From an optimization exercise on the open Yosys and OpenROAD flow, aimed at small area, a short achievable clock period and few clock cycles per item; shortcuts taken in it are not production practice.
Where RTL was checked, it was by simulation tests only, not by an equivalence proof against the original.
Only the layout flow was run in runs 1, 2, 5 and 6; the RTL was not checked for function there.
Power and IR drop assume default switching activity.

## design/flow/design.v

```verilog
module rs544_gf_inv (
    input  wire [4:0] a,
    output reg  [4:0] y
);
    always @(*) begin
        case (a)
            5'd0: y = 5'd0;
            5'd1: y = 5'd1;
            5'd2: y = 5'd18;
            5'd3: y = 5'd28;
            5'd4: y = 5'd9;
            5'd5: y = 5'd23;
            5'd6: y = 5'd14;
            5'd7: y = 5'd12;
            5'd8: y = 5'd22;
            5'd9: y = 5'd4;
            5'd10: y = 5'd25;
            5'd11: y = 5'd16;
            5'd12: y = 5'd7;
            5'd13: y = 5'd15;
            5'd14: y = 5'd6;
            5'd15: y = 5'd13;
            5'd16: y = 5'd11;
            5'd17: y = 5'd24;
            5'd18: y = 5'd2;
            5'd19: y = 5'd29;
            5'd20: y = 5'd30;
            5'd21: y = 5'd26;
            5'd22: y = 5'd8;
            5'd23: y = 5'd5;
            5'd24: y = 5'd17;
            5'd25: y = 5'd10;
            5'd26: y = 5'd21;
            5'd27: y = 5'd31;
            5'd28: y = 5'd3;
            5'd29: y = 5'd19;
            5'd30: y = 5'd20;
            5'd31: y = 5'd27;
            default: y = 5'd0;
        endcase
    end
endmodule
module rs544_decoder (
    input  wire       clk,
    input  wire       rst,
    input  wire       in_valid,
    input  wire [9:0] in_sym,
    output wire       in_ready,
    output wire       err_valid,
    output wire [9:0] err_pos,
    output wire [9:0] err_val,
    output wire       done,
    output wire       done_uncorr,
    output wire       done_marked,
    output wire [4:0] done_nerr
);
    function [9:0] gf_mul;
        input [9:0] a;
        input [9:0] b;
        reg   [19:0] p;
        integer i;
        begin
            p = 20'd0;
            for (i = 0; i < 10; i = i + 1)
                if (b[i]) p = p ^ ({10'd0, a} << i);
            for (i = 19; i >= 10; i = i - 1)
                if (p[i]) p = p ^ (20'h00409 << (i - 10));
            gf_mul = p[9:0];
        end
    endfunction
    function [4:0] gf5_mul;
        input [4:0] a;
        input [4:0] b;
        reg   [8:0] p;
        integer i;
        begin
            p = 9'd0;
            for (i = 0; i < 5; i = i + 1)
                if (b[i]) p = p ^ ({4'd0, a} << i);
            for (i = 8; i >= 5; i = i - 1)
                if (p[i]) p = p ^ (9'h025 << (i - 5));
            gf5_mul = p[4:0];
        end
    endfunction
    function [9:0] to_comp;
        input [9:0] x;
        begin
            to_comp[0] = ^(x & 10'h177);
            to_comp[1] = ^(x & 10'h188);
            to_comp[2] = ^(x & 10'h3e4);
            to_comp[3] = ^(x & 10'h2c0);
            to_comp[4] = ^(x & 10'h184);
            to_comp[5] = ^(x & 10'h0f0);
            to_comp[6] = ^(x & 10'h12a);
            to_comp[7] = ^(x & 10'h136);
            to_comp[8] = ^(x & 10'h070);
            to_comp[9] = ^(x & 10'h3bc);
        end
    endfunction
    function [9:0] from_comp;
        input [9:0] x;
        begin
            from_comp[0] = ^(x & 10'h06f);
            from_comp[1] = ^(x & 10'h05e);
            from_comp[2] = ^(x & 10'h22a);
            from_comp[3] = ^(x & 10'h238);
            from_comp[4] = ^(x & 10'h0d2);
            from_comp[5] = ^(x & 10'h13c);
            from_comp[6] = ^(x & 10'h0ee);
            from_comp[7] = ^(x & 10'h120);
            from_comp[8] = ^(x & 10'h31a);
            from_comp[9] = ^(x & 10'h1c6);
        end
    endfunction
    function [9:0] syn_step;
        input [4:0] idx;
        begin
            case (idx)
                5'd0: syn_step = 10'h001;
                5'd1: syn_step = 10'h002;
                5'd2: syn_step = 10'h004;
                5'd3: syn_step = 10'h008;
                5'd4: syn_step = 10'h010;
                5'd5: syn_step = 10'h020;
                5'd6: syn_step = 10'h040;
                5'd7: syn_step = 10'h080;
                5'd8: syn_step = 10'h100;
                5'd9: syn_step = 10'h200;
                5'd10: syn_step = 10'h009;
                5'd11: syn_step = 10'h012;
                5'd12: syn_step = 10'h024;
                5'd13: syn_step = 10'h048;
                5'd14: syn_step = 10'h090;
                5'd15: syn_step = 10'h120;
                5'd16: syn_step = 10'h240;
                5'd17: syn_step = 10'h089;
                5'd18: syn_step = 10'h112;
                5'd19: syn_step = 10'h224;
                5'd20: syn_step = 10'h041;
                5'd21: syn_step = 10'h082;
                5'd22: syn_step = 10'h104;
                5'd23: syn_step = 10'h208;
                5'd24: syn_step = 10'h019;
                5'd25: syn_step = 10'h032;
                5'd26: syn_step = 10'h064;
                5'd27: syn_step = 10'h0c8;
                5'd28: syn_step = 10'h190;
                5'd29: syn_step = 10'h320;
                default: syn_step = 10'h000;
            endcase
        end
    endfunction
    function [9:0] chien_step;
        input [4:0] idx;
        begin
            case (idx)
                5'd0: chien_step = 10'h001;
                5'd1: chien_step = 10'h002;
                5'd2: chien_step = 10'h004;
                5'd3: chien_step = 10'h008;
                5'd4: chien_step = 10'h010;
                5'd5: chien_step = 10'h020;
                5'd6: chien_step = 10'h040;
                5'd7: chien_step = 10'h080;
                5'd8: chien_step = 10'h100;
                5'd9: chien_step = 10'h200;
                5'd10: chien_step = 10'h009;
                5'd11: chien_step = 10'h012;
                5'd12: chien_step = 10'h024;
                5'd13: chien_step = 10'h048;
                5'd14: chien_step = 10'h090;
                5'd15: chien_step = 10'h120;
                default: chien_step = 10'h000;
            endcase
        end
    endfunction
    integer k;
    reg        rdy;
    reg        v1;
    reg  [9:0] d1;
    reg        first1, last1;
    reg  [9:0] icnt;
    reg        s1_full;
    localparam [1:0] S2_IDLE = 2'd0, S2_WAIT = 2'd1, S2_RUN = 2'd2, S2_DONE = 2'd3;
    reg  [1:0] s2st;
    reg        s2_cap;         
    reg  [1:0] s2st_n;
    wire       s1_full_n = (v1 && last1) || (s1_full && !s2_cap);
    wire xfer = in_valid && rdy;
    assign in_ready = rdy;
    always @(posedge clk) begin
        d1     <= in_sym;
        first1 <= (icnt == 10'd0);
        last1  <= (icnt == 10'd543);
        if (rst) begin
            rdy     <= 1'b1;
            v1      <= 1'b0;
            icnt    <= 10'd0;
            s1_full <= 1'b0;
        end else begin
            v1 <= xfer;
            if (xfer) icnt <= (icnt == 10'd543) ? 10'd0 : icnt + 10'd1;
            if (xfer && icnt == 10'd543 && s2st != S2_IDLE) rdy <= 1'b0;
            else if (s2_cap) rdy <= 1'b1;
            s1_full <= s1_full_n;
        end
    end
    reg  [9:0] syn [0:29];
    always @(posedge clk) begin
        if (v1)
            for (k = 0; k < 30; k = k + 1)
                syn[k] <= (first1 ? 10'd0 : gf_mul(syn[k], syn_step(k))) ^ d1;
    end
    reg  [3:0] ph;             
    reg  [5:0] pr;             
    reg  [4:0] rr;             
    reg  [9:0] sy  [0:29];
    reg  [19:0] lr [0:8];      
    reg  [19:0] br [0:8];      
    reg  [9:0] gam, dlt, acc, w, bprev, sa, sb;
    reg  [4:0] L;
    reg  [3:0] wk;
    reg        wv;
    reg        s0one;
    reg        s3_load;
    reg  [2:0] s3_ldc;         
    reg  [1:0] s3st;
    wire       bm     = (s2st == S2_RUN) && (pr < 6'd30);
    reg        first;          
    reg        c0, c8;         
    reg  [15:0] oh;            
    reg         par;           
    wire [9:0] lam_h0 = first ? {9'd0, c0} : lr[0][9:0];
    wire [9:0] lam_h1 = first ? 10'd0      : lr[0][19:10];
    wire [9:0] b_h0   = first ? {9'd0, c0} : br[0][9:0];
    wire [9:0] b_h1   = first ? 10'd0      : br[0][19:10];
    wire [9:0] bp     = c0 ? 10'd0 : bprev;
    wire       cond   = bm && (dlt != 10'd0) && ({L, 1'b0} <= pr);
    wire [9:0] lam_n0 = gf_mul(gam, lam_h0) ^ gf_mul(dlt, bp);
    wire [9:0] lam_n1 = gf_mul(gam, lam_h1) ^ gf_mul(dlt, b_h0);
    wire       wsel   = wv && (ph == {1'b0, wk[3:1]});
    wire [9:0] b_n0   = bm ? (cond ? lam_h0 : bp)   : ((wsel && !wk[0]) ? w : b_h0);
    wire [9:0] b_n1   = bm ? (cond ? lam_h1 : b_h0) : ((wsel &&  wk[0]) ? w : b_h1);
    wire [9:0] p0     = gf_mul(lr[8][9:0], sa);
    wire [9:0] p1     = gf_mul(lr[8][19:10], sb);
    wire [9:0] res    = acc ^ p0 ^ p1;
    reg  [4:0] rr_n;
    always @(*) begin
        rr_n = rr;
        if (s2_cap) rr_n = 5'd1;
        else if (s2st == S2_RUN && c8) rr_n = (pr == 6'd29) ? 5'd0 : rr + 5'd1;
    end
    reg  [9:0] sa_n, sb_n, xl, xh, yh;
    always @(*) begin
        xl = 10'd0;
        xh = 10'd0;
        yh = 10'd0;
        for (k = 0; k < 15; k = k + 1) begin
            xl = xl | (sy[2*k]   & {10{oh[k]}});
            xh = xh | (sy[2*k+1] & {10{oh[k]}});
            yh = yh | (sy[2*k+1] & {10{oh[k+1]}});
        end
        sa_n = par ? xh : xl;
        sb_n = par ? xl : yh;
    end
    always @(posedge clk) begin
        for (k = 0; k < 8; k = k + 1) begin
            lr[k] <= lr[k+1];
            br[k] <= br[k+1];
        end
        lr[8] <= c8 ? 20'd0 : {lam_n1, lam_n0};
        br[8] <= c8 ? 20'd0 : {b_n1, b_n0};
        bprev <= b_h1;
        sa    <= sa_n;
        sb    <= sb_n;
        acc   <= c0 ? 10'd0 : res;
        rr <= rr_n;
        oh  <= c8 ? (16'd1 << rr_n[4:1]) : {1'b0, oh[15:1]};
        par <= c8 ? rr_n[0] : par;
        if (s2_cap) begin
            for (k = 0; k < 30; k = k + 1) sy[k] <= syn[k];
            dlt   <= syn[0];
            s0one <= (syn[0] == 10'd1);
            gam   <= 10'd1;
            L     <= 5'd0;
            pr    <= 6'd0;
            wv    <= 1'b0;
        end else if (s2st == S2_RUN && c8) begin
            pr <= pr + 6'd1;
            if (pr < 6'd29) begin
                if (cond) begin
                    gam <= dlt;
                    L   <= pr[4:0] + 5'd1 - L;
                end
                dlt <= res;
            end else if (pr == 6'd29) begin
                if (cond) L <= 5'd30 - L;
                gam <= 10'd1;
                dlt <= 10'd0;
            end else begin
                w   <= res;
                wk  <= pr[3:0] - 4'd14;    
                wv  <= 1'b1;
            end
        end
    end
    always @(*) begin
        s2st_n = s2st;
        case (s2st)
            S2_IDLE: if (s2_cap) s2st_n = c8 ? S2_RUN : S2_WAIT;
            S2_WAIT: if (c8) s2st_n = S2_RUN;
            S2_RUN:  if (c8 && pr == 6'd44) s2st_n = S2_DONE;
            S2_DONE: if (s3_load) s2st_n = S2_IDLE;
        endcase
    end
    always @(posedge clk) begin
        if (rst) begin
            ph    <= 4'd0;
            c0    <= 1'b1;
            c8    <= 1'b0;
            first <= 1'b0;
            s2st  <= S2_IDLE;
            s2_cap <= 1'b0;
            s3_load <= 1'b0;
            s3_ldc  <= 3'd0;
        end else begin
            ph <= c8 ? 4'd0 : ph + 4'd1;
            c0 <= c8;
            c8 <= (ph == 4'd7);
            if ((s2st == S2_IDLE && s2_cap && c8) || (s2st == S2_WAIT && c8)) first <= 1'b1;
            else if (c8) first <= 1'b0;
            s3_load <= c8 && !s3_load && (s3st == S3_IDLE) &&
                       (s2st == S2_DONE || (s2st == S2_RUN && pr == 6'd44));
            for (k = 0; k < 3; k = k + 1)
                s3_ldc[k] <= c8 && !s3_ldc[k] && (s3st == S3_IDLE) &&
                             (s2st == S2_DONE || (s2st == S2_RUN && pr == 6'd44));
            s2st   <= s2st_n;
            s2_cap <= s1_full_n && (s2st_n == S2_IDLE);
        end
    end
    localparam [1:0] S3_IDLE = 2'd0, S3_RUN = 2'd1, S3_DRAIN = 2'd2, S3_OUT = 2'd3;
    reg  [9:0] t [0:15];
    reg  [9:0] u [0:14];
    reg  [9:0] pcnt;           
    reg  [4:0] L3;
    reg        mk3;
    reg  [4:0] nf;
    reg        r1v;
    reg  [4:0] on;             
    reg        ocorr;
    reg  [3:0] oi;
    reg  [9:0] lam_sum, lam_odd, om_sum;
    always @(*) begin
        lam_sum = 10'd0;
        lam_odd = 10'd0;
        om_sum  = 10'd0;
        for (k = 0; k < 16; k = k + 1) begin
            lam_sum = lam_sum ^ t[k];
            if (k % 2 == 0) lam_odd = lam_odd ^ t[k];
        end
        for (k = 0; k < 15; k = k + 1)
            om_sum = om_sum ^ u[k];
    end
    reg        ev;             
    reg        r1last;
    wire       root   = (lam_sum == 10'd0);
    wire       skip   = mk3 || L3[4] || (L3 == 5'd0);
    wire [4:0] nf_inc = nf + {4'd0, r1v};
    wire       stop   = skip || (nf_inc == L3) || r1last;
    reg  [9:0] r1lo, r1om;
    reg        r2v;
    reg  [4:0] r2p1, r2p0, r2di;
    wire [9:0] ca = r1lo;
    wire [9:0] co = r1om;
    wire [4:0] a1 = ca[9:5], a0 = ca[4:0];
    wire [4:0] o1 = co[9:5], o0 = co[4:0];
    wire [4:0] dd = gf5_mul(a1, a1) ^ gf5_mul(a1, a0) ^ gf5_mul(a0, a0);
    wire [4:0] ddi;
    rs544_gf_inv u_inv (.a(dd), .y(ddi));
    wire [4:0] m1 = gf5_mul(o1, a1);
    wire [4:0] m0 = gf5_mul(o0, a0 ^ a1);
    wire [4:0] m2 = gf5_mul(o0 ^ o1, a0);
    wire [9:0] fval = from_comp({gf5_mul(r2p1, r2di), gf5_mul(r2p0, r2di)});
    reg  [9:0] e_pos [0:14];
    reg  [9:0] e_val [0:14];
    reg        e_shift;        
    reg        o_ev, o_done, o_unc, o_mk;
    reg  [4:0] o_nerr;
    always @(posedge clk) begin
        for (k = 0; k < 8; k = k + 1) begin
            t[15-2*k] <= s3_ldc[0] ? lr[k][9:0]   : gf_mul(t[15-2*k], chien_step(15-2*k));
            t[14-2*k] <= s3_ldc[1] ? lr[k][19:10] : gf_mul(t[14-2*k], chien_step(14-2*k));
        end
        for (k = 0; k < 7; k = k + 1) begin
            u[14-2*k] <= s3_ldc[2] ? br[k][9:0]   : gf_mul(u[14-2*k], chien_step(15-2*k));
            u[13-2*k] <= s3_load   ? br[k][19:10] : gf_mul(u[13-2*k], chien_step(14-2*k));
        end
        u[0] <= s3_load ? w : gf_mul(u[0], chien_step(1));
        if (s3_load) begin
            pcnt  <= 10'd543;
            L3    <= L;
            mk3   <= s0one && (L == 5'd1) && (lr[0][9:0] == 10'd1) && (lr[0][19:10] == 10'h3df);
            nf    <= 5'd0;
        end else begin
            pcnt <= pcnt - 10'd1;
            if (s3st == S3_RUN) nf <= nf_inc;
        end
        r1lo  <= to_comp(lam_odd);
        r1om  <= to_comp(om_sum);
        r2p1  <= m2 ^ m0;
        r2p0  <= m0 ^ m1;
        r2di  <= ddi;
        if (e_shift) begin
            e_pos[0] <= pcnt + 10'd2;    
            e_val[0] <= fval;
            for (k = 1; k < 15; k = k + 1) begin
                e_pos[k] <= e_pos[k-1];
                e_val[k] <= e_val[k-1];
            end
        end
    end
    always @(posedge clk) begin
        if (rst) begin
            s3st   <= S3_IDLE;
            r1v    <= 1'b0;
            r1last <= 1'b0;
            ev     <= 1'b0;
            r2v    <= 1'b0;
            e_shift <= 1'b0;
            o_ev   <= 1'b0;
            o_done <= 1'b0;
        end else begin
            r1v    <= ev && !skip && root;
            r1last <= ev && (pcnt == 10'd0);
            ev     <= s3_load || (ev && (s3st == S3_RUN) && !stop && (pcnt != 10'd0));
            r2v    <= r1v;
            e_shift <= r1v || (ocorr && (on != 5'd0) &&
                               ((s3st == S3_DRAIN) || (s3st == S3_OUT && oi < 4'd13)));
            o_ev   <= 1'b0;
            o_done <= 1'b0;
            case (s3st)
                S3_IDLE: if (s3_load) s3st <= S3_RUN;
                S3_RUN: if (stop) begin
                    on    <= skip ? 5'd0 : nf_inc;
                    ocorr <= !mk3 && !L3[4] && (skip || nf_inc == L3);
                    oi    <= 4'd0;
                    s3st  <= S3_DRAIN;
                end
                S3_DRAIN: begin
                    s3st <= S3_OUT;
                    if (ocorr && on != 5'd0) begin
                        o_ev <= (on == 5'd15);
                    end else begin
                        o_done <= 1'b1;
                        o_unc  <= !ocorr && !mk3;
                        o_mk   <= mk3;
                        o_nerr <= 5'd0;
                    end
                end
                S3_OUT: begin
                    if (ocorr && on != 5'd0 && oi != 4'd14) begin
                        oi   <= oi + 4'd1;
                        o_ev <= ({1'b0, oi} + 5'd1 >= 5'd15 - on);
                        if (oi == 4'd13) begin
                            o_done <= 1'b1;
                            o_unc  <= 1'b0;
                            o_mk   <= 1'b0;
                            o_nerr <= on;
                        end
                    end else begin
                        s3st <= S3_IDLE;
                    end
                end
            endcase
        end
    end
    assign err_valid   = o_ev;
    assign err_pos     = e_pos[14];
    assign err_val     = e_val[14];
    assign done        = o_done;
    assign done_uncorr = o_unc;
    assign done_marked = o_mk;
    assign done_nerr   = o_nerr;
endmodule
```

## design/flow/flow/run.sh

```bash
#!/bin/bash
# Standard layout, with plain buffers (not delay cells) on the ports.
set -euo pipefail
export BUFFER_PORTS_ARGS="-buffer_cell sky130_fd_sc_hd__buf_4"
bash standard.sh > standard_flow.log 2>&1
```

## design/flow/standard.sh

```bash
#!/bin/bash
# synth_recipe.tcl (not shown) runs the flow's synth.tcl, then flattens the netlist and writes it again
# the make line also repeats each setting of config.mk as NAME=value (left out here)
make -C /OpenROAD-flow-scripts/flow DESIGN_CONFIG=/design/flow/config.mk WORK_HOME=/design/flow/orfs CLKGATE_MAP_FILE= SYNTH_SCRIPT=/design/flow/synth_recipe.tcl "${@:-finish}"
```

## design/flow/config.mk

```make
export PLATFORM = sky130hd
export DESIGN_NAME = rs544_decoder
export DESIGN_NICKNAME = rs544_decoder
export VERILOG_FILES = /design/flow/design.v
export SDC_FILE = /design/flow/constraint.sdc
export NUM_CORES = 4
export LEC_CHECK = 0
export CAP_MARGIN = 20
export CORE_MARGIN = 2
export CORE_UTILIZATION = 65
export CTS_BUF_LIST = sky130_fd_sc_hd__clkbuf_16
export CTS_CLUSTER_DIAMETER = 80
export CTS_CLUSTER_SIZE = 25
export PLACE_DENSITY = 0.75
export SLEW_MARGIN = 20
export SYNTH_MEMORY_MAX_BITS = 16384
```

## design/flow/constraint.sdc

```tcl
create_clock -name core_clock -period 12.0 [get_ports {clk}]
set_input_delay 2.4000 -clock core_clock [delete_from_list [all_inputs] [get_ports {clk}]]
set_output_delay 2.4000 -clock core_clock [all_outputs]
set_load 0.01 [all_outputs]
```

==> results of run 1 <==
-- synthesized netlist by cell type (all sizes together) (67+ instances only) --
cell,count,share of area
mux2,109,0.015
nand2b,85,0.0067
nor2,435,0.021
xor2,611,0.067
nand2,996,0.047
inv,67,0.0032
buf,118,0.0070
o21ai,229,0.014
edfxtp,965,0.37
dfxtp,834,0.21
a22oi,186,0.018
clkbuf,260,0.012
xnor2,1406,0.16
-- worst reg2reg max path, stage by stage (launching register included) --
cell and delay (ns):
dfxtp_4 0.88, buf_4 0.90, buf_4 0.88, buf_4 0.66
nor2_1 0.19, xor2_1 0.17
-- path summary, 6_finish.rpt --
check | slack, ns | cells past startpoint | endpoint
worst max-delay path | 8.05 | 5 | syn[8][3]
worst min-delay path | 0.33 | 0 | br[7][19]
worst max register to register | 8.05 | 5 | syn[8][3]
worst min register to register | 0.33 | 0 | br[7][19]
-- sequential cells by signal (all words and copies together), names as in the netlist, 6 cells and up --
register,flops
e_pos,150
pcnt,10
u,150
sb,10
w,10
oh,16
r1om,10
bprev,10
gam,10
lr,180
r1lo,10
icnt,10
dlt,10
t,160
sy,300
e_val,150
d1,10
pr,6
acc,10
sa,10
br,180
syn,300
-- report_power, final --
group          total (mW)  internal, mW  switching, mW
clock network        3.44          1.45           1.99
logic                11.8          5.78           6.00
registers            8.75          7.68           1.06
total                24.0          14.9           9.05
-- logic make-up after synthesis --
kind of cell	after synthesis	share of synthesized area
xor+xnor	2045	0.232
flops	1799	0.575
simple gates	1758	0.0935
compound gates	590	0.0477
buf+inv	446	0.0225
mux	148	0.0209
fa+ha+maj	51	0.00813
-- metrics by stage --
stage                     total power [mW]  utilization  hold WS, ns  cells
final                                 24.0        0.686        0.331   8332
after CTS                             24.2        0.686        0.330   8330
after global routing                  25.4        0.686        0.336   8331
after floorplan                       18.2            -        0.310   6837
after global placement                20.5        0.663        0.310   8170
after detailed placement              20.7        0.663        0.312   8170
-- layout make-up --
| class | count | area (sq um) | area share |
|---|---|---|---|
| flip-flops and latches | 1799 | 45800 | 0.548 |
| multi-input cells | 4592 | 31900 | 0.383 |
| clock buffers | 88 | 2200 | 0.0264 |
| well taps | 1625 | 2030 | 0.0244 |
| repair buffers | 87 | 679 | 0.00814 |
| clock inverters | 72 | 587 | 0.00703 |
| inverters | 68 | 255 | 0.00306 |
| diodes | 1 | 2.50 | 0.0000300 |
-- routing by layer --
metal  part of all wire  vias up  GRT usage
li1                   -    22200          -
met1               0.42    23300      0.405
met2               0.47     1854      0.477
met3              0.063      472     0.0322
met4              0.051        0      0.133
met5                  0        -          0
==> run notes, run 1 <==
remaining antenna violation count after routing=0; Hold Path Class=flip-flop to flip-flop; worst endpoint required time=12.46 ns; drt initial violations=5,540; Ys Warns=10; first-pass GRT wire length=283,000 um; outcome=complete, no violations; Initial Util=0.653; GRT Util Overall=0.295; Slew Limit Headroom=0.136; Worst setup startpoint=first1; Setup crit start kind=flip-flop; area delta synth->final=5.12%; critical path buffer and inverter count=3; Async S/R FF share, synth=0; PortBufs=42; delay-heaviest family, CP=buffers and inverters; Worst path slowest cell=dfxtp_4; most frequent cells in the layout=xnor2_1, nand2_1, edfxtp_1; post-synth cell types=66; # resized after CTS=0; cell area after synthesis=79,400 sq um; fmax=253 MHz; Final Slew Violations=0; core box area=122,000 sq um; Placed Area=80,600 sq um; leakage=28.4 nW; final hold viol count=0; Post-CTS Setup Inserts=0; most common cell after layout, fill and taps aside=xnor2_1; Worst Skew=0.0331 ns; Place WS=7.97 ns; FP Rows=128; DIE AREA=125,000 sq um; CP Capture Type=flip-flop; CTS tree=done; CTS clk-pin slew, worst paths=0.10 ns; total grt overflow=0; antenna violations before repair=2; critical-path cell list=buf_4 -> buf_4 -> buf_4 -> nor2_1 -> xor2_1; fill count=8,798; post-route cell area=83,400 sq um; Critical Path Most Common Cell=buf_4; Worst EP arrival=4.41 ns; VDD IR max=568 uV; Avg Cell Area, Syn=11.6 sq um; H-tree depth=3; Slew @ Worst Pin=1.30 ns; CTS Sinks=1,799; WL/cell=22.3 um; syn nets=6,901; hold-fix buffer count after cts=0; unrepaired setup endpoints after global routing=false; CTS max path bufs=3; vias in the first global route=46,500; largest net degree at the start of global routing=189; R2R Path Start=first1; final setup fails=0; number of synthesized register bits=1,799; Most used DFF post-synth=edfxtp_1; post-DR vias/cell=5.75; Num CTS Buffers=88; sequential-to-total area share from yosys stat=0.575; gpl congestion=0.947; clock latency on the worst-skew pair=0.74 ns; PnR worst setup slack=8.05 ns; Final HPWL DP=124,000 um; total negative setup slack=0 ns; layout cell share with drive strength beyond 1=0.0558; Max FO, Critical Path=92; critical path class=flip-flop to flip-flop; IO Count=43; PwrDens=287 nW/um^2; max incr delay on CP=0.88 ns; worst hold start=br[8][19]; max_cap viols=0; Cells after Synth=6,837; DRT Wirelength=186,000 um; Chip Height=353 um; vias=47,900; Post-synth EDFFs=965; Die X-Extent=353 um; Nets=6,700; fin crit period=3.95 ns; Tcrit/Tclk final=0.329; drt pass-1 iters=7; Remaining DRCs=0; Root Driver=clkbuf_16
==> run 2: changes to the inputs <==
==> design/flow/flow/run.sh (replaced) <==
#!/bin/bash
# Standard layout, with plain buffers (not delay cells) on the ports, and
# timing repair asked to leave 8.6 ns of setup slack where it can.
set -euo pipefail
export BUFFER_PORTS_ARGS="-buffer_cell sky130_fd_sc_hd__buf_4"
export SETUP_SLACK_MARGIN=8.6
export MATCH_CELL_FOOTPRINT=0
bash standard.sh > standard_flow.log 2>&1
--- a/design/flow/config.mk
+++ b/design/flow/config.mk
@@ -9,3 +9,3 @@
 export CORE_MARGIN = 2
-export CORE_UTILIZATION = 65
+export CORE_UTILIZATION = 50
 export CTS_BUF_LIST = sky130_fd_sc_hd__clkbuf_16
@@ -13,4 +13,5 @@
 export CTS_CLUSTER_SIZE = 25
-export PLACE_DENSITY = 0.75
+export PLACE_DENSITY = 0.65
 export SLEW_MARGIN = 20
 export SYNTH_MEMORY_MAX_BITS = 16384
+export TNS_END_PERCENT = 10
==> run notes, run 2 <==
Worst setup startpoint=o_nerr[3]; gpl congestion=0.913 (-3.6%); Async S/R FF share, synth=0 (unchanged); Cells after Synth=6,837 (unchanged); Root Driver=clkbuf_16; final core area utilization=0.535 (-0.151); Most used DFF post-synth=edfxtp_1; Tcrit/Tclk final=0.308 (-0.0205); Hold Path Class=flip-flop to flip-flop; total negative setup slack=0 ns (unchanged); Ys Warns=10 (unchanged); post-synth cell types=66 (unchanged); max_cap viols=0 (unchanged); Chip Height=402 um (+14%); CTS max path bufs=3 (unchanged); total grt overflow=0 (unchanged); Nets=6,723 (+0.34%); drt initial violations=4,553 (-18%); vias in the first global route=46,200 (-0.48%); number of synthesized register bits=1,799 (unchanged); Final Slew Violations=0 (unchanged); syn nets=6,901 (unchanged); cell area after synthesis=79,400 sq um (unchanged); CTS tree=done; worst endpoint required time=9.60 ns (-2.86 ns); post-DR vias/cell=5.37 (-6.6%); critical-path cell list=buf_6; critical path buffer and inverter count=1 (-2); first-pass GRT wire length=288,000 um (+1.8%); fmax=270 MHz (+6.6%); delay-heaviest family, CP=flip-flops; leakage=28.6 nW (+0.69%); cell taking the most area after synthesis=edfxtp_1; DIE AREA=162,000 sq um (+30%); flop-to-flop setup slack=8.88 ns (+0.83 ns); final setup fails=0 (unchanged); area delta synth->final=6.51%; critical path class=flip-flop to output port; outcome=complete, no violations; Avg Cell Area, Syn=11.6 sq um (unchanged); drt pass-1 iters=7 (unchanged); Num CTS Buffers=95 (+8.0%); vias=47,200 (-1.4%); final hold viol count=0 (unchanged); remaining antenna violation count after routing=0 (unchanged); IO Count=43 (unchanged); biggest regs=sy x300, syn x300; Die X-Extent=402 um (+14%); Setup crit start kind=flip-flop; Slew @ Worst Pin=1.11 ns (-0.186 ns); Worst EP arrival=1.30 ns (-3.11 ns); sequential cell area=45,700 sq um (about the same); Final HPWL DP=127,000 um (+2.9%); R2R Path Start=r1lo[8]; synth cell count leaders=xnor2_1, nand2_1, edfxtp_1; Initial Util=0.502 (-0.151); antenna violations before repair=1 (-1); Worst path slowest cell=edfxtp_1; clock latency on the worst-skew pair=0.78 ns (+0.04 ns); hold-fix buffer count after cts=0 (unchanged); largest net degree at the start of global routing=184 (-2.6%); Slew Limit Headroom=0.259 (+0.123); unrepaired setup endpoints after global routing=true; most common cell in the synthesized netlist=xnor2_1; most common cell after layout, fill and taps aside=xnor2_1; PortBufs=42 (unchanged); H-tree depth=3 (unchanged); FP Rows=146 (+14%); largest cells by area after synthesis=edfxtp_1, dfxtp_1, xnor2_1; CTS clk-pin slew, worst paths=0.09 ns (about the same); Worst Setup EP=done_nerr[3]; GRT Util Overall=0.233 (-0.0623); critical path depth in cells=1 (-4); fin crit period=3.70 ns (-0.245 ns); max incr delay on CP=0.40 ns (-0.48 ns); area share of the largest cell type after synthesis=0.365 (unchanged); PwrDens=284 nW/um^2 (-1.2%); DRT Wirelength=191,000 um (+2.7%); Worst Skew=0.0559 ns (+0.0228 ns); depth of the most critical reg-to-reg path=9 (+4); layout cell share with drive strength beyond 1=0.0630 (+0.00724); VDD IR max=548 uV (-3.5%); Max FO, Critical Path=1 (-99%); Post-synth EDFFs=965 (unchanged); total power=24.0 mW (+0.15%); Remaining DRCs=0 (unchanged); fill count=13,400 (+53%); core box area=158,000 sq um (+30%); WL/cell=21.7 um (-2.8%); Critical R2R Capture=r2di[1]; CP Capture Type=output port; CTS Sinks=1,799 (unchanged); sequential-to-total area share from yosys stat=0.575 (unchanged); most frequent cells in the layout=xnor2_1, nand2_1, edfxtp_1; Multi-input gate area=31,900 sq um (about the same); Hold Crit Depth=0 (unchanged)
## run 2: cell counts after synthesis
Identical to the previous run, type by type.
## run 2: power breakdown
group	switching, mW	internal [mW]	leakage [nW]
clock	2.11	1.62	1.62
sequential	1.02	7.68	15.7
combinational	5.78	5.77	11.3
## run 2: per-stage QoR
stage	hold WS, ns	std cells	cell area [sq um]	worst slack, ns
finish	0.309	8802	84500	8.30
global route	0.312	8801	84500	8.22
CTS	0.308	8799	84500	8.22
detailed placement	0.312	8632	81300	7.95
global placement	0.311	8632	81300	8.05
floorplan	0.310	6837	79400	7.70
## run 2: worst min path at each step
stage              start        end
3_3_place_gp   br[7][12]  br[6][12]
5_1_grt        br[8][10]  br[7][10]
3_5_place_dp   br[7][11]  br[6][11]
6_report       br[8][10]  br[7][10]
2_1_floorplan   br[7][0]   br[6][0]
4_1_cts        br[8][10]  br[7][10]
## run 2: routing by layer
metal	GRT usage	share of wire	up-vias
met1	0.315	0.43	23000
met4	0.0979	0.045	2
li1	-	-	22300
met5	0	0.000063	-
met2	0.377	0.47	1523
met3	0.0309	0.058	408
## run 2: kinds of logic after synthesis
family / synth area share
xor+xnor: 0.232
simple gates: 0.0935
buf+inv: 0.0225
mux: 0.0209
flops: 0.575
fa+ha+maj: 0.00813
compound gates: 0.0477
## run 2: timing repair
item / 4_1_cts / 5_1_grt
gates resized for setup: 1 / 5
buffers inserted: 0 / 1
setup endpoints to repair: 30 / 30
gates cloned: 0 / 0
## run 2: layout make-up
class | instances | area share
Sequential cell | 1799 | 0.541
Multi-Input combinational cell | 4592 | 0.378
Tap cell | 2072 | 0.0307
Clock buffer | 97 | 0.0287
Timing Repair Buffer | 103 | 0.00971
Clock inverter | 70 | 0.00915
Inverter | 68 | 0.00302
Antenna cell | 1 | 0.0000296
==> run 3: changes to the inputs <==
--- a/design/flow/design.v
+++ b/design/flow/design.v
@@ -241,4 +241,8 @@
     wire       wsel   = wv && (ph == {1'b0, wk[3:1]});
-    wire [9:0] b_n0   = bm ? (cond ? lam_h0 : bp)   : ((wsel && !wk[0]) ? w : b_h0);
-    wire [9:0] b_n1   = bm ? (cond ? lam_h1 : b_h0) : ((wsel &&  wk[0]) ? w : b_h1);
+    wire       oclr   = (s2st == S2_RUN) && (pr == 6'd30);
+    wire [9:0] b_n0   = bm ? (cond ? lam_h0 : bp)   : oclr ? 10'd0 : ((wsel && !wk[0]) ? w : b_h0);
+    wire [9:0] b_n1   = bm ? (cond ? lam_h1 : b_h0) : oclr ? 10'd0 : ((wsel &&  wk[0]) ? w : b_h1);
+    wire [4:0] l_fin  = cond ? 5'd30 - L : L;
+    wire       s2_last = (s2st == S2_RUN) &&
+                         ((pr == 6'd29 && (l_fin == 5'd0 || l_fin[4])) || (pr == {1'b0, L} + 6'd30));
     wire [9:0] p0     = gf_mul(lr[8][9:0], sa);
@@ -311,3 +315,3 @@
             S2_WAIT: if (c8) s2st_n = S2_RUN;
-            S2_RUN:  if (c8 && pr == 6'd44) s2st_n = S2_DONE;
+            S2_RUN:  if (c8 && s2_last) s2st_n = S2_DONE;
             S2_DONE: if (s3_load) s2st_n = S2_IDLE;
@@ -332,6 +336,6 @@
             s3_load <= c8 && !s3_load && (s3st == S3_IDLE) &&
-                       (s2st == S2_DONE || (s2st == S2_RUN && pr == 6'd44));
+                       (s2st == S2_DONE || s2_last);
             for (k = 0; k < 3; k = k + 1)
                 s3_ldc[k] <= c8 && !s3_ldc[k] && (s3st == S3_IDLE) &&
-                             (s2st == S2_DONE || (s2st == S2_RUN && pr == 6'd44));
+                             (s2st == S2_DONE || s2_last);
             s2st   <= s2st_n;
@@ -397,3 +401,3 @@
         end
-        u[0] <= s3_load ? w : gf_mul(u[0], chien_step(1));
+        u[0] <= s3_load ? br[7][9:0] : gf_mul(u[0], chien_step(1));
         if (s3_load) begin
==> design/flow/flow/run.sh (replaced) <==
#!/bin/bash
# Standard layout, with plain buffers (not delay cells) on the ports.
set -euo pipefail
export BUFFER_PORTS_ARGS="-buffer_cell sky130_fd_sc_hd__buf_4"
bash standard.sh > standard_flow.log 2>&1
--- a/design/flow/config.mk
+++ b/design/flow/config.mk
@@ -11,4 +11,4 @@
 export CTS_BUF_LIST = sky130_fd_sc_hd__clkbuf_16
-export CTS_CLUSTER_DIAMETER = 80
-export CTS_CLUSTER_SIZE = 25
+export CTS_CLUSTER_DIAMETER = 100
+export CTS_CLUSTER_SIZE = 30
 export PLACE_DENSITY = 0.65
@@ -16,2 +16 @@
 export SYNTH_MEMORY_MAX_BITS = 16384
-export TNS_END_PERCENT = 10
==> run notes, run 3 <==
most common cell in the synthesized netlist=xnor2_1; dpl cells=8,681 (+0.57%); area delta synth->final=5.39%; Avg Cell Area, Syn=11.6 sq um (-0.33%); post-synthesis compound-gate area fraction=0.0487 (+0.000971); Async S/R FF share, synth=0 (unchanged); cell taking the most area after synthesis=edfxtp_1; sequential-to-total area share from yosys stat=0.573 (-0.00193); vias=47,800 (+1.1%); Slew Limit Headroom=0.192 (-0.0662); area fraction in and, or, nand and nor cells after synthesis=0.0946 (+0.00110); clock latency on the worst-skew pair=0.75 ns (-0.03 ns); Ys Warns=10 (unchanged); Final HPWL DP=130,000 um (+2.3%); outcome=complete, no violations; most frequent cells in the layout=xnor2_1, nand2_1, edfxtp_1; post-DR vias/cell=5.43 (+1.1%); gpl congestion=0.904 (-0.97%); depth of the most critical reg-to-reg path=9 (unchanged); Post-CTS Setup Inserts=0 (unchanged); Critical R2R Capture=L[4]; number of synthesized register bits=1,799 (unchanged); biggest regs=sy x300, syn x300; leakage=28.2 nW (-1.2%); Layout Cells excl Fill=8,805 (+0.034%); total grt overflow=0 (unchanged); area share of the largest cell type after synthesis=0.364 (-0.00123); Nets=6,753 (+0.45%); CTS tree=done; VDD IR max=802 uV (+46%); CTS clk-pin slew, worst paths=0.11 ns (+0.02 ns); Chip Height=403 um (+0.17%); Setup crit start kind=flip-flop; CTS Sinks=1,799 (unchanged); final hold viol count=0 (unchanged); Most used DFF post-synth=edfxtp_1; Hold Path Class=flip-flop to flip-flop; xor/xnor share of the synthesized area=0.231 (-0.000434); PortBufs=42 (unchanged); core box area=158,000 sq um (+0.23%); largest cells by area after synthesis=edfxtp_1, dfxtp_1, xnor2_1; worst endpoint required time=9.60 ns (about the same); WL/cell=22.1 um (+1.8%); Slew @ Worst Pin=1.20 ns (+0.0923 ns); hold endpoint=br[6][19]; Die X-Extent=403 um (+0.17%); DRT Wirelength=195,000 um (+1.8%); layout cell share with drive strength beyond 1=0.0532 (-0.00984); CTS max path bufs=3 (unchanged); fill count=13,600 (+1.2%); post-synth cell types=67 (+1.5%); first-pass GRT wire length=294,000 um (+1.8%); IO Count=43 (unchanged); synth cell count leaders=xnor2_1, nand2_1, edfxtp_1; flop-to-flop setup slack=8.48 ns (-0.40 ns); Post-Synth Adder-Cell Area=0.00873 (+0.000601); unrepaired setup endpoints after global routing=false; FP Rows=146 (unchanged); Hold Crit Depth=0 (unchanged); Final Slew Violations=0 (unchanged); delay-heaviest family, CP=flip-flops; critical-path cell list=buf_4; Num CTS Buffers=73 (-23%); Worst EP arrival=1.31 ns (about the same); DIE AREA=163,000 sq um (+0.33%); drt initial violations=5,060 (+11%); largest net degree at the start of global routing=187 (+1.6%); syn nets=6,951 (+0.72%); GRT Util Overall=0.236 (+0.00345); CP Capture Type=output port; remaining antenna violation count after routing=0 (unchanged); drt pass-1 iters=10 (+3); Worst Skew=0.0404 ns (-0.0155 ns); H-tree depth=3 (unchanged); Initial Util=0.503 (+0.000532); fmax=270 MHz (-0.14%); hold-fix buffer count after cts=0 (unchanged); PwrDens=272 nW/um^2 (-4.0%); cell area after synthesis=79,600 sq um (+0.34%); antenna violations before repair=1 (unchanged); diode count=0 (-1); vias in the first global route=46,400 (+0.35%); Remaining DRCs=0 (unchanged); Post-synth EDFFs=965 (unchanged); largest family of logic cells by synthesized area=XOR/XNOR gates; fin crit period=3.71 ns (+0.00532 ns); critical path buffer and inverter count=1 (unchanged); mux contribution to synthesized area=0.0213 (+0.000401); total negative setup slack=0 ns (unchanged); Cells after Synth=6,883 (+0.67%); most common cell after layout, fill and taps aside=xnor2_1; max_cap viols=0 (unchanged); Max FO, Critical Path=3 (+2); critical path class=flip-flop to output port; Worst path slowest cell=dfxtp_1; max incr delay on CP=0.42 ns (+0.02 ns); Tcrit/Tclk final=0.309 (+0.000443); worst hold start=br[7][19]; Root Driver=clkbuf_16; R2R Path Start=L[3]; final setup fails=0 (unchanged); # resized after CTS=0 (-1)
[run 3: cell type report]
cell class / instances / area (sq um) / share of cell area
Sequential cell: 1799 / 45700 / 0.545
Clock buffer: 73 / 1830 / 0.0218
Tap cell: 2072 / 2590 / 0.0309
Clock inverter: 50 / 412 / 0.00490
Timing Repair Buffer: 108 / 847 / 0.0101
Multi-Input combinational cell: 4633 / 32300 / 0.384
Inverter: 70 / 263 / 0.00313
[run 3: kinds of logic after synthesis]
group | count (synthesis)
muxes | 151
and+or+nand+nor | 1774
DFF | 1799
xor gates and xnor gates | 2045
AOI/OAI and AO/OA | 608
buffers and inverters | 451
adders and majority gates | 55
[run 3: stage by stage]
| step | hold WS (ns) | setup slack [ns] | utilization | total power, mW | instance area [sq um] |
|---|---|---|---|---|---|
| 3_5_place_dp | 0.312 | 8.13 | 0.516 | 19.9 | 81700 |
| 4_1_cts | 0.328 | 8.08 | 0.530 | 23.1 | 83900 |
| 3_3_place_gp | 0.312 | 8.14 | 0.516 | 19.8 | 81700 |
| 6_report | 0.318 | 8.29 | 0.530 | 22.9 | 83900 |
| 5_1_grt | 0.321 | 8.15 | 0.530 | 24.4 | 83900 |
| 2_1_floorplan | 0.310 | 3.17 | - | 17.6 | 79600 |
[run 3: worst reg2reg max path, cell delays in order (launching register included)]
cell and delay, ns:
dfxtp_1 0.65, ha_1 0.33, and3_1 0.19, and4_1 0.23, o2111ai_4 0.51, nor2_1 0.11
o21ai_1 0.79, nor2_1 0.18, a311o_1 0.36, a21oi_1 0.11
[run 3: how the worst max path moves through the flow]
stage                 from        to  slack, ns  cells after the start
finish                 rdy  in_ready       8.29                      1
global route         pr[5]   s3_load       8.15                     10
CTS                  pr[5]      L[4]       8.08                     10
detailed placement    L[3]      L[4]       8.13                      9
global placement     pr[5]      L[4]       8.14                     10
floorplan           s2_cap    dlt[0]       3.17                      2
[run 3: metal layers]
metal / vias up / global-route usage / part of all wire
met3: 329 / 0.0340 / 0.061
met4: 0 / 0.0788 / 0.036
met2: 1586 / 0.378 / 0.46
met5: - / 0 / 0
met1: 23500 / 0.330 / 0.44
li1: 22400 / - / -
[run 3: power by group]
group,total (mW),leakage [nW],switching [mW],internal (mW)
logic,11.1,11.3,5.59,5.50
clock network,3.13,1.21,1.93,1.19
registers,8.65,15.7,1.00,7.65
Testbench counts of run 3, summed over its fixed seeds: cycles 75,169, codewords 128.
==> run 4: changes to the inputs <==
--- a/design/flow/config.mk
+++ b/design/flow/config.mk
@@ -11,4 +11,4 @@
 export CTS_BUF_LIST = sky130_fd_sc_hd__clkbuf_16
-export CTS_CLUSTER_DIAMETER = 100
-export CTS_CLUSTER_SIZE = 30
+export CTS_CLUSTER_DIAMETER = 80
+export CTS_CLUSTER_SIZE = 25
 export PLACE_DENSITY = 0.65
==> run notes, run 4 <==
Slew @ Worst Pin=1.20 ns (+0.0000294 ns); Worst setup startpoint=rdy; Worst Skew=0.0432 ns (+0.00279 ns); Post-CTS Setup Inserts=0 (unchanged); Multi-input gate area=32,300 sq um (unchanged); largest net degree at the start of global routing=187 (unchanged); R2R Path Start=L[3]; number of synthesized register bits=1,799 (unchanged); vias=48,100 (+0.76%); FP Rows=146 (unchanged); biggest regs=sy x300, syn x300; Final Slew Violations=0 (unchanged); fill count=13,500 (-0.82%); sequential cell area=45,700 sq um (unchanged); max incr delay on CP=0.41 ns (about the same); drt pass-1 iters=6 (-4); most common cell after layout, fill and taps aside=xnor2_1; final setup fails=0 (unchanged); CP Capture Type=output port; critical path buffer and inverter count=1 (unchanged); Remaining DRCs=0 (unchanged); syn nets=6,951 (unchanged); cell area after synthesis=79,600 sq um (unchanged); post-DR vias/cell=5.43 (+0.16%); Hold Path Class=flip-flop to flip-flop; remaining antenna violation count after routing=0 (unchanged); hold endpoint=br[6][19]; diode count=0 (unchanged); critical-path cell list=buf_4; final hold viol count=0 (unchanged); most common cell in the synthesized netlist=xnor2_1; largest cells by area after synthesis=edfxtp_1, dfxtp_1, xnor2_1; antenna violations before repair=1 (unchanged); Setup crit start kind=flip-flop; CTS clk-pin slew, worst paths=0.10 ns (about the same); H-tree depth=3 (unchanged); CTS Sinks=1,799 (unchanged); Initial Util=0.503 (unchanged); most frequent cells in the layout=xnor2_1, nand2_1, edfxtp_1; Avg Cell Area, Syn=11.6 sq um (unchanged); # resized after CTS=0 (unchanged); area share of the largest cell type after synthesis=0.364 (unchanged); fin crit period=3.73 ns (+0.0231 ns); Worst path slowest cell=dfxtp_1; core box area=158,000 sq um (unchanged); Async S/R FF share, synth=0 (unchanged); dpl cells=8,681 (unchanged); Slew Limit Headroom=0.198 (+0.00574); synth cell count leaders=xnor2_1, nand2_1, edfxtp_1; layout cell share with drive strength beyond 1=0.0615 (+0.00829); max_cap viols=0 (unchanged); Tcrit/Tclk final=0.311 (+0.00192); gpl congestion=0.904 (unchanged); Die X-Extent=403 um (unchanged); unrepaired setup endpoints after global routing=false; hold-fix buffer count after cts=0 (unchanged); CTS tree=done; sequential-to-total area share from yosys stat=0.573 (unchanged); Critical R2R Capture=L[4]; area delta synth->final=6.65%; Ys Warns=10 (unchanged); worst hold start=br[7][19]; CTS max path bufs=3 (unchanged); leakage=28.7 nW (+1.6%); Layout Cells excl Fill=8,857 (+0.59%); delay-heaviest family, CP=flip-flops; Num CTS Buffers=97 (+33%); IO Count=43 (unchanged); vias in the first global route=46,800 (+0.82%); outcome=complete, no violations; WL/cell=22.0 um (-0.28%); VDD IR max=793 uV (-1.2%); clock latency on the worst-skew pair=0.77 ns (+0.02 ns); DIE AREA=163,000 sq um (unchanged); Max FO, Critical Path=3 (unchanged); fmax=268 MHz (-0.62%); total grt overflow=0 (unchanged); depth of the most critical reg-to-reg path=9 (unchanged); Root Driver=clkbuf_16; post-synth cell types=67 (unchanged); Worst EP arrival=1.33 ns (+0.02 ns); first-pass GRT wire length=295,000 um (+0.36%); PwrDens=277 nW/um^2 (+1.8%); flop-to-flop setup slack=8.53 ns (+0.05 ns); Most used DFF post-synth=edfxtp_1; Cells after Synth=6,883 (unchanged); Hold Crit Depth=0 (unchanged); DRT Wirelength=195,000 um (+0.31%); worst endpoint required time=9.60 ns (about the same); Nets=6,777 (+0.36%); total negative setup slack=0 ns (unchanged); critical path class=flip-flop to output port; Post-synth EDFFs=965 (unchanged); GRT Util Overall=0.237 (+0.000949); PortBufs=42 (unchanged); Chip Height=403 um (unchanged); drt initial violations=4,898 (-3.2%); cell taking the most area after synthesis=edfxtp_1; Final HPWL DP=130,000 um (unchanged)
## run 4: cell counts after synthesis
No cell type changed its count.
## run 4: per-layer routing
layer | up-vias | wire length (um) | global-route usage
li1 | 22500 | - | -
met1 | 23600 | 85600 | 0.330
met2 | 1662 | 89800 | 0.379
met3 | 366 | 12100 | 0.0334
met4 | 0 | 7590 | 0.0847
met5 | - | 0 | 0
## run 4: how the worst max path moves through the flow
stage	end	slack [ns]	cells after the start
floorplan	dlt[0]	3.17	2
global placement	L[4]	8.14	10
detailed placement	L[4]	8.13	9
CTS	L[4]	8.09	9
global route	s3_load	8.17	10
finish	in_ready	8.27	1
## run 4: layout make-up
cell class              instances  share of cell area
clock buffers                  98              0.0289
clock inverters                77             0.00928
inverters                      70             0.00309
multi-input cells            4633               0.380
flip-flops and latches       1799               0.538
well taps                    2072              0.0305
repair buffers                108             0.00997
## run 4: cells by family (layout without fill, tap and decap cells)
| group | after synthesis | in the layout | synth area share |
|---|---|---|---|
| buf+inv | 451 | 353 | 0.0218 |
| fa+ha+maj | 55 | 55 | 0.00873 |
| flops | 1799 | 1799 | 0.573 |
| compound gates | 608 | 608 | 0.0487 |
| mux | 151 | 151 | 0.0213 |
| simple gates | 1774 | 1774 | 0.0946 |
| xor+xnor | 2045 | 2045 | 0.231 |
## run 4: stage by stage
step           total power [mW]  utilization  worst slack, ns  cell area, sq um  hold slack, ns
6_report                   23.6        0.536             8.27             84900           0.322
5_1_grt                    25.1        0.536             8.17             84900           0.321
4_1_cts                    23.8        0.536             8.09             84900           0.335
3_5_place_dp               19.9        0.516             8.13             81700           0.312
3_3_place_gp               19.8        0.516             8.14             81700           0.312
2_1_floorplan              17.6            -             3.17             79600           0.310
## run 4: power breakdown
part	total, mW	internal [mW]	switching, mW	leakage (nW)
logic	11.1	5.50	5.60	11.3
registers	8.65	7.65	1.00	15.7
clock network	3.80	1.64	2.16	1.67
==> run 5: changes to the inputs <==
--- a/design/flow/design.v
+++ b/design/flow/design.v
@@ -177,29 +177,33 @@
     integer k;
-    reg        rdy;
-    reg        v1;
+    reg  [3:0] rdy;            
+    reg  [3:0] v1;             
     reg  [9:0] d1;
-    reg        first1, last1;
+    reg  [3:0] first1;         
+    reg        last1;          
     reg  [9:0] icnt;
-    reg        s1_full;
+    reg  [3:0] s1_full;        
     localparam [1:0] S2_IDLE = 2'd0, S2_WAIT = 2'd1, S2_RUN = 2'd2, S2_DONE = 2'd3;
     reg  [1:0] s2st;
-    reg        s2_cap;         
+    reg  [3:0] s2_cap;         
     reg  [1:0] s2st_n;
-    wire       s1_full_n = (v1 && last1) || (s1_full && !s2_cap);
-    wire xfer = in_valid && rdy;
-    assign in_ready = rdy;
+    wire [3:0] s1_full_n = (v1 & {4{last1}}) | (s1_full & ~s2_cap);
+    wire xfer = in_valid && rdy[0];
+    assign in_ready = rdy[0];
     always @(posedge clk) begin
         d1     <= in_sym;
-        first1 <= (icnt == 10'd0);
         last1  <= (icnt == 10'd543);
         if (rst) begin
-            rdy     <= 1'b1;
-            v1      <= 1'b0;
+            rdy     <= 4'hf;
+            v1      <= 4'h0;
+            first1  <= 4'hf;
             icnt    <= 10'd0;
-            s1_full <= 1'b0;
+            s1_full <= 4'h0;
         end else begin
-            v1 <= xfer;
             if (xfer) icnt <= (icnt == 10'd543) ? 10'd0 : icnt + 10'd1;
-            if (xfer && icnt == 10'd543 && s2st != S2_IDLE) rdy <= 1'b0;
-            else if (s2_cap) rdy <= 1'b1;
+            for (k = 0; k < 4; k = k + 1) begin
+                v1[k] <= in_valid && rdy[k];
+                if (v1[k]) first1[k] <= last1;
+                if (in_valid && rdy[k] && icnt == 10'd543 && s2st != S2_IDLE) rdy[k] <= 1'b0;
+                else if (s2_cap[k]) rdy[k] <= 1'b1;
+            end
             s1_full <= s1_full_n;
@@ -209,5 +213,5 @@
     always @(posedge clk) begin
-        if (v1)
-            for (k = 0; k < 30; k = k + 1)
-                syn[k] <= (first1 ? 10'd0 : gf_mul(syn[k], syn_step(k))) ^ d1;
+        for (k = 0; k < 30; k = k + 1)
+            if (v1[k/8])
+                syn[k] <= (first1[k/8] ? 10'd0 : gf_mul(syn[k], syn_step(k))) ^ d1;
     end
@@ -253,3 +257,3 @@
         rr_n = rr;
-        if (s2_cap) rr_n = 5'd1;
+        if (s2_cap[0]) rr_n = 5'd1;
         else if (s2st == S2_RUN && c8) rr_n = (pr == 6'd29) ? 5'd0 : rr + 5'd1;
@@ -283,4 +287,5 @@
         par <= c8 ? rr_n[0] : par;
-        if (s2_cap) begin
-            for (k = 0; k < 30; k = k + 1) sy[k] <= syn[k];
+        for (k = 0; k < 30; k = k + 1)
+            if (s2_cap[k/8]) sy[k] <= syn[k];
+        if (s2_cap[0]) begin
             dlt   <= syn[0];
@@ -313,3 +318,3 @@
         case (s2st)
-            S2_IDLE: if (s2_cap) s2st_n = c8 ? S2_RUN : S2_WAIT;
+            S2_IDLE: if (s2_cap[0]) s2st_n = c8 ? S2_RUN : S2_WAIT;
             S2_WAIT: if (c8) s2st_n = S2_RUN;
@@ -326,3 +331,3 @@
             s2st  <= S2_IDLE;
-            s2_cap <= 1'b0;
+            s2_cap <= 4'h0;
             s3_load <= 1'b0;
@@ -333,3 +338,3 @@
             c8 <= (ph == 4'd7);
-            if ((s2st == S2_IDLE && s2_cap && c8) || (s2st == S2_WAIT && c8)) first <= 1'b1;
+            if ((s2st == S2_IDLE && s2_cap[0] && c8) || (s2st == S2_WAIT && c8)) first <= 1'b1;
             else if (c8) first <= 1'b0;
@@ -341,3 +346,3 @@
             s2st   <= s2st_n;
-            s2_cap <= s1_full_n && (s2st_n == S2_IDLE);
+            s2_cap <= s1_full_n & {4{s2st_n == S2_IDLE}};
         end
@@ -389,3 +394,3 @@
     reg  [9:0] e_val [0:14];
-    reg        e_shift;        
+    reg  [3:0] os;             
     reg        o_ev, o_done, o_unc, o_mk;
@@ -416,6 +421,8 @@
         r2di  <= ddi;
-        if (e_shift) begin
+        if (r2v || os[0]) begin
             e_pos[0] <= pcnt + 10'd2;    
             e_val[0] <= fval;
-            for (k = 1; k < 15; k = k + 1) begin
+        end
+        for (k = 1; k < 15; k = k + 1)
+            if (r2v || os[k/4]) begin
                 e_pos[k] <= e_pos[k-1];
@@ -423,3 +430,2 @@
             end
-        end
     end
@@ -432,3 +438,3 @@
             r2v    <= 1'b0;
-            e_shift <= 1'b0;
+            os     <= 4'h0;
             o_ev   <= 1'b0;
@@ -440,4 +446,4 @@
             r2v    <= r1v;
-            e_shift <= r1v || (ocorr && (on != 5'd0) &&
-                               ((s3st == S3_DRAIN) || (s3st == S3_OUT && oi < 4'd13)));
+            for (k = 0; k < 4; k = k + 1)
+                os[k] <= ((s3st == S3_DRAIN) && ocorr && (on != 5'd0)) || (os[k] && oi != 4'd13);
             o_ev   <= 1'b0;
--- a/design/flow/config.mk
+++ b/design/flow/config.mk
@@ -9,3 +9,3 @@
 export CORE_MARGIN = 2
-export CORE_UTILIZATION = 50
+export CORE_UTILIZATION = 65
 export CTS_BUF_LIST = sky130_fd_sc_hd__clkbuf_16
@@ -13,3 +13,3 @@
 export CTS_CLUSTER_SIZE = 25
-export PLACE_DENSITY = 0.65
+export PLACE_DENSITY = 0.75
 export SLEW_MARGIN = 20
==> run notes, run 5 <==
Final Slew Violations=0 (unchanged); final hold viol count=0 (unchanged); Ys Warns=10 (unchanged); Setup crit start kind=flip-flop; Nets=6,837 (+0.89%); PortBufs=42 (unchanged); R2R Path Start=dlt[6]; vias in the first global route=48,000 (+2.5%); area delta synth->final=5.10%; number of synthesized register bits=1,818 (+1.1%); vias=49,200 (+2.2%); critical path class=flip-flop to output port; first-pass GRT wire length=300,000 um (+1.7%); Hold Crit Depth=0 (unchanged); max_cap viols=0 (unchanged); WL/cell=23.4 um (+6.2%); P_int=14.6 mW (-1.3%); hold-fix buffer count after cts=0 (unchanged); CTS max path bufs=3 (unchanged); NetSw=9.00 mW (+2.7%); synth cell count leaders=xnor2_1, nand2_1, edfxtp_1; CP Capture Type=output port; Slew @ Worst Pin=1.13 ns (-0.0762 ns); Worst Skew=0.0318 ns (-0.0113 ns); remaining antenna violation count after routing=0 (unchanged); most common cell after layout, fill and taps aside=xnor2_1; FP Rows=129 (-12%); area share of the largest cell type after synthesis=0.360 (-0.00382); gpl congestion=0.963 (+6.5%); Final HPWL DP=134,000 um (+2.9%); total grt overflow=0 (unchanged); Worst EP arrival=1.29 ns (-0.04 ns); worst endpoint required time=9.60 ns (about the same); CTS Sinks=1,818 (+1.1%); critical path buffer and inverter count=1 (unchanged); biggest regs=sy x300, syn x300; Avg Cell Area, Syn=11.6 sq um (about the same); Multi-input gate area=32,600 sq um (+1.1%); core box area=123,000 sq um (-22%); final setup fails=0 (unchanged); cell taking the most area after synthesis=edfxtp_1; post-synthesis compound-gate area fraction=0.0496 (+0.000935); xor/xnor share of the synthesized area=0.229 (-0.00237); clock latency on the worst-skew pair=0.73 ns (-0.04 ns); fmax=271 MHz (+1.1%); Cells after Synth=6,959 (+1.1%); Critical R2R Capture=L[4]; layout cell share with drive strength beyond 1=0.0597 (-0.00178); Initial Util=0.653 (+0.150); hold endpoint=br[7][9]; total negative setup slack=0 ns (unchanged); Post-Synth Adder-Cell Area=0.00849 (-0.000247); flop-to-flop setup slack=8.52 ns (about the same); Worst path slowest cell=dfxtp_1; PwrDens=279 nW/um^2 (+0.61%); final core area utilization=0.686 (+0.150); Async S/R FF share, synth=0 (unchanged); syn nets=7,026 (+1.1%); IO Count=43 (unchanged); depth of the most critical reg-to-reg path=7 (-2); post-synth cell types=77 (+15%); Chip Height=356 um (-12%); Gate power share=0.487 (+0.016); fill count=9,076 (-33%); outcome=complete, no violations; fin crit period=3.69 ns (-0.0392 ns); largest family of logic cells by synthesized area=XOR/XNOR gates; sequential cell area=46,100 sq um (+0.89%); leakage=28.8 nW (+0.30%); Hold Path Class=flip-flop to flip-flop; Max FO, Critical Path=5 (+2); mux contribution to synthesized area=0.0219 (+0.000616); drt initial violations=5,852 (+19%); H-tree depth=3 (unchanged); VDD IR max=541 uV (-32%); DRT Wirelength=198,000 um (+1.6%); Root Driver=clkbuf_16; GRT Util Overall=0.313 (+0.0756); Clk pwr share=0.146 (-0.015); Slew Limit Headroom=0.248 (+0.0497); Most used DFF post-synth=edfxtp_1; Remaining DRCs=0 (unchanged); Num CTS Buffers=89 (-8.2%); Sw Share=0.381 (+0.00912); Post-CTS Setup Inserts=0 (unchanged); cell area after synthesis=80,500 sq um (+1.1%); post-DR vias/cell=5.80 (+6.8%); sequential-to-total area share from yosys stat=0.572 (-0.00129); Die X-Extent=356 um (-12%); delay-heaviest family, CP=flip-flops; max incr delay on CP=0.41 ns (about the same); CTS tree=done; critical-path cell list=buf_4; drt pass-1 iters=6 (unchanged); most common cell in the synthesized netlist=xnor2_1; Tcrit/Tclk final=0.308 (-0.00326); Post-synth EDFFs=965 (unchanged); unrepaired setup endpoints after global routing=false; antenna violations before repair=3 (+2); Flop pwr share=0.367 (about the same); largest net degree at the start of global routing=120 (-36%); area fraction in and, or, nand and nor cells after synthesis=0.0959 (+0.00129); largest cells by area after synthesis=edfxtp_1, dfxtp_1, xnor2_1; DIE AREA=127,000 sq um (-22%); # resized after CTS=0 (unchanged); most frequent cells in the layout=xnor2_1, nand2_1, edfxtp_1; CTS clk-pin slew, worst paths=0.10 ns (about the same); worst hold start=br[8][9]
run 5: cell types whose count changed after synthesis, sizes merged, moves of 11 or more:
cell    change
nand3      +11
clkbuf     -61
nand2      +25
dfxtp      +19
xor2       +14
a21oi      +14
nor3       +12
xnor2      -30
buf        +62
run 5: final cells by class:
class / instances / area share
Antenna cell: 1 / 0.0000296
Clock buffer: 94 / 0.0278
Clock inverter: 64 / 0.00463
Inverter: 72 / 0.00319
Multi-Input combinational cell: 4687 / 0.386
Sequential cell: 1818 / 0.545
Tap cell: 1637 / 0.0242
Timing Repair Buffer: 102 / 0.00905
run 5: layer usage:
layer / part of all wire / track usage / wire [um] / vias up
met2: 0.48 / 0.516 / 95300 / 2149
met3: 0.074 / 0.0392 / 14700 / 414
li1: - / - / - / 22700
met1: 0.40 / 0.421 / 79900 / 23900
met4: 0.042 / 0.125 / 8370 / 0
met5: 0 / 0 / 0 / -
run 5: cells by family after synthesis:
kind of cell | count (synthesis)
AOI/OAI and AO/OA | 623
xor gates and xnor gates | 2033
adders and majority gates | 54
buffers and inverters | 454
DFF | 1818
muxes | 157
and+or+nand+nor | 1820
run 5: per-stage QoR:
step | std cells | hold WS, ns | setup slack [ns] | cell area, sq um | total power [mW]
after global routing | 8474 | 0.327 | 8.28 | 84600 | 24.9
after detailed placement | 8316 | 0.313 | 8.18 | 81800 | 20.2
after CTS | 8474 | 0.331 | 8.26 | 84600 | 23.7
after global placement | 8316 | 0.313 | 8.29 | 81800 | 19.9
after floorplan | 6959 | 0.310 | 8.30 | 80500 | 17.5
final | 8475 | 0.328 | 8.31 | 84600 | 23.6
run 5: worst max path at each step:
stage                     depth (start not counted)   start        to
after floorplan                                   3     rst     ocorr
after global placement                            2     rst     on[0]
after detailed placement                          2     rst     on[1]
after CTS                                         1  rdy[0]  in_ready
after global routing                              1  rdy[0]  in_ready
final                                             1  rdy[0]  in_ready
run 5: power by group through the flow:
| stage | Combinational (mW) | Sequential, mW | Clock, mW |
|---|---|---|---|
| 5_1_grt | 12.4 | 8.76 | 3.72 |
| 3_3_place_gp | 11.2 | 8.77 | 0 |
| 4_1_cts | 11.6 | 8.66 | 3.51 |
| 2_1_floorplan | 9.16 | 8.37 | 0 |
| 6_report | 11.5 | 8.66 | 3.45 |
| 3_5_place_dp | 11.4 | 8.79 | 0 |
==> run 6: changes to the inputs <==
--- a/design/flow/config.mk
+++ b/design/flow/config.mk
@@ -9,3 +9,3 @@
 export CORE_MARGIN = 2
-export CORE_UTILIZATION = 65
+export CORE_UTILIZATION = 72
 export CTS_BUF_LIST = sky130_fd_sc_hd__clkbuf_16
@@ -13,3 +13,3 @@
 export CTS_CLUSTER_SIZE = 25
-export PLACE_DENSITY = 0.75
+export PLACE_DENSITY = 0.82
 export SLEW_MARGIN = 20
==> run notes, run 6 <==
H-tree depth=3 (unchanged); Final HPWL DP=135,000 um (+0.96%); PwrDens=283 nW/um^2 (+1.6%); max_cap viols=0 (unchanged); clock latency on the worst-skew pair=0.74 ns (about the same); GRT Util Overall=0.345 (+0.0322); Post-CTS Setup Inserts=0 (unchanged); Worst path slowest cell=edfxtp_1; synth cell count leaders=xnor2_1, nand2_1, edfxtp_1; remaining antenna violation count after routing=0 (unchanged); FP Rows=122 (-5.4%); drt pass-1 iters=6 (unchanged); max incr delay on CP=0.42 ns (about the same); number of synthesized register bits=1,818 (unchanged); Async S/R FF share, synth=0 (unchanged); Worst EP arrival=1.29 ns (about the same); cell area after synthesis=80,500 sq um (unchanged); cell taking the most area after synthesis=edfxtp_1; final hold viol count=0 (unchanged); IO Count=43 (unchanged); CTS tree=done; vias=50,200 (+2.1%); Chip Height=338 um (-4.9%); worst endpoint required time=9.60 ns (about the same); total negative setup slack=0 ns (unchanged); hold-fix buffer count after cts=0 (unchanged); # resized after CTS=0 (unchanged); critical-path cell list=buf_4; total grt overflow=0 (unchanged); CTS max path bufs=3 (unchanged); worst hold start=lr[6][19]; WL/cell=24.0 um (+2.4%); sequential-to-total area share from yosys stat=0.572 (unchanged); CTS clk-pin slew, worst paths=0.10 ns (about the same); post-synth cell types=77 (unchanged); Slew @ Worst Pin=1.04 ns (-0.0858 ns); DRT Wirelength=199,000 um (+0.58%); Root Driver=clkbuf_16; Layout Cells excl Fill=8,324 (-1.8%); Initial Util=0.726 (+0.0736); most frequent cells in the layout=xnor2_1, nand2_1, edfxtp_1; fmax=271 MHz (+0.16%); largest net degree at the start of global routing=120 (unchanged); diode count=0 (-1); Num CTS Buffers=85 (-4.5%); biggest regs=sy x300, syn x300; CTS Sinks=1,818 (unchanged); DIE AREA=114,000 sq um (-9.6%); Die X-Extent=338 um (-4.9%); antenna violations before repair=4 (+1); largest cells by area after synthesis=edfxtp_1, dfxtp_1, xnor2_1; Avg Cell Area, Syn=11.6 sq um (unchanged); outcome=complete, no violations; Most used DFF post-synth=edfxtp_1; gpl congestion=0.976 (+1.3%); Ys Warns=10 (unchanged); VDD IR max=1050 uV (+94%); Setup crit start kind=flip-flop; Worst Skew=0.0732 ns (+0.0414 ns); core box area=111,000 sq um (-10%); CP Capture Type=output port; Worst setup startpoint=e_pos[14][0]; Cells after Synth=6,959 (unchanged); Slew Limit Headroom=0.301 (+0.0532); Nets=6,838 (+0.015%); most common cell after layout, fill and taps aside=xnor2_1; area delta synth->final=4.74%; final setup fails=0 (unchanged); first-pass GRT wire length=301,000 um (+0.32%); unrepaired setup endpoints after global routing=false; critical path class=flip-flop to output port; Final Slew Violations=0 (unchanged); delay-heaviest family, CP=flip-flops; vias in the first global route=48,600 (+1.4%); syn nets=7,026 (unchanged); Hold Path Class=flip-flop to flip-flop; dpl cells=8,172 (-1.7%); Max FO, Critical Path=1 (-4); drt initial violations=6,557 (+12%); Remaining DRCs=0 (unchanged); critical path buffer and inverter count=1 (unchanged); PortBufs=42 (unchanged); most common cell in the synthesized netlist=xnor2_1; area share of the largest cell type after synthesis=0.360 (unchanged); Tcrit/Tclk final=0.307 (-0.000500); fin crit period=3.69 ns (-0.00600 ns); post-DR vias/cell=6.03 (+3.9%); R2R Path Start=dlt[6]; leakage=28.8 nW (about the same); layout cell share with drive strength beyond 1=0.0578 (-0.00189); Post-synth EDFFs=965 (unchanged)
run 6: cell counts after synthesis:
Identical to the previous run, type by type.
run 6: area by class of cell:
type,instances,area [sq um]
inverter,72,270
timing repair buffer,107,807
clock inverter,62,372
tap,1488,1860
sequential,1818,46100
multi-input combinational,4687,32600
fill,7277,26500
clock buffer,90,2250
run 6: kinds of logic after synthesis:
| logic type | after synthesis | share of synthesized area |
|---|---|---|
| AO/OA/AOI/OAI | 623 | 0.0496 |
| XOR/XNOR | 2033 | 0.229 |
| adder cells (fa/ha/maj) | 54 | 0.00849 |
| buffers and inverters | 454 | 0.0229 |
| flip-flops | 1818 | 0.572 |
| multiplexers | 157 | 0.0219 |
| AND/OR/NAND/NOR | 1820 | 0.0959 |
run 6: final timing paths:
check | endpoint | cells after the start | slack [ns]
worst max register to register | L[4] | 7 | 8.60
worst min-delay path | lr[5][19] | 0 | 0.34
worst max-delay path | err_pos[0] | 1 | 8.31
worst min register to register | lr[5][19] | 0 | 0.34
run 6: through the flow:
step / power, mW / hold slack [ns] / area [sq um] / setup slack [ns] / util
finish: 23.9 / 0.335 / 84300 / 8.31 / 0.761
global route: 25.0 / 0.348 / 84300 / 8.27 / 0.761
CTS: 23.9 / 0.340 / 84300 / 8.26 / 0.761
detailed placement: 20.4 / 0.312 / 81700 / 8.29 / 0.737
global placement: 20.0 / 0.315 / 81700 / 8.32 / 0.737
floorplan: 17.5 / 0.310 / 80500 / 8.30 / -
run 6: per-layer routing:
layer | vias to the layer above | global-route usage | wire length, um
met5 | - | 0 | 0
met1 | 24300 | 0.481 | 80200
met4 | 0 | 0.149 | 9750
met3 | 527 | 0.0539 | 18200
li1 | 22700 | - | -
met2 | 2656 | 0.540 | 91200
run 6: power breakdown:
| part | leakage [nW] | internal, mW | switching [mW] |
|---|---|---|---|
| combinational | 11.5 | 5.47 | 6.41 |
| sequential | 15.8 | 7.66 | 1.01 |
| clock | 1.46 | 1.42 | 1.93 |
| total | 28.8 | 14.5 | 9.35 |

-- afterwards: timing with drivers on the ports --
The results above use ideal ports. As a check the final layouts listed here were re-extracted and re-timed, cells and wires unchanged.
Step 1, drivers: a clkbuf_16 drives clk and a buf_2 each remaining input, both assumed.
Step 2 also shifts input and output timing later by t, the mid clock arrival at the registers, as if the neighbouring blocks saw the same clock.
Slacks: no drivers / after step 1 / after step 2; pairs: no drivers / after step 1.
| run | shift t [ns] | setup slack, ns |
|---|---|---|
| run 1 | 0.799 | 8.053 / 8.053 / 8.053 |
| run 2 | 0.836 | 8.298 / 8.214 / 8.048 |
| run 3 | 0.806 | 8.293 / 8.217 / 8.161 |
| run 4 | 0.830 | 8.270 / 8.193 / 8.170 |
| run 5 | 0.792 | 8.309 / 8.231 / 8.166 |
| run 6 | 0.783 | 8.315 / 8.237 / 8.290 |
After both steps setup and hold are still met in every run listed.
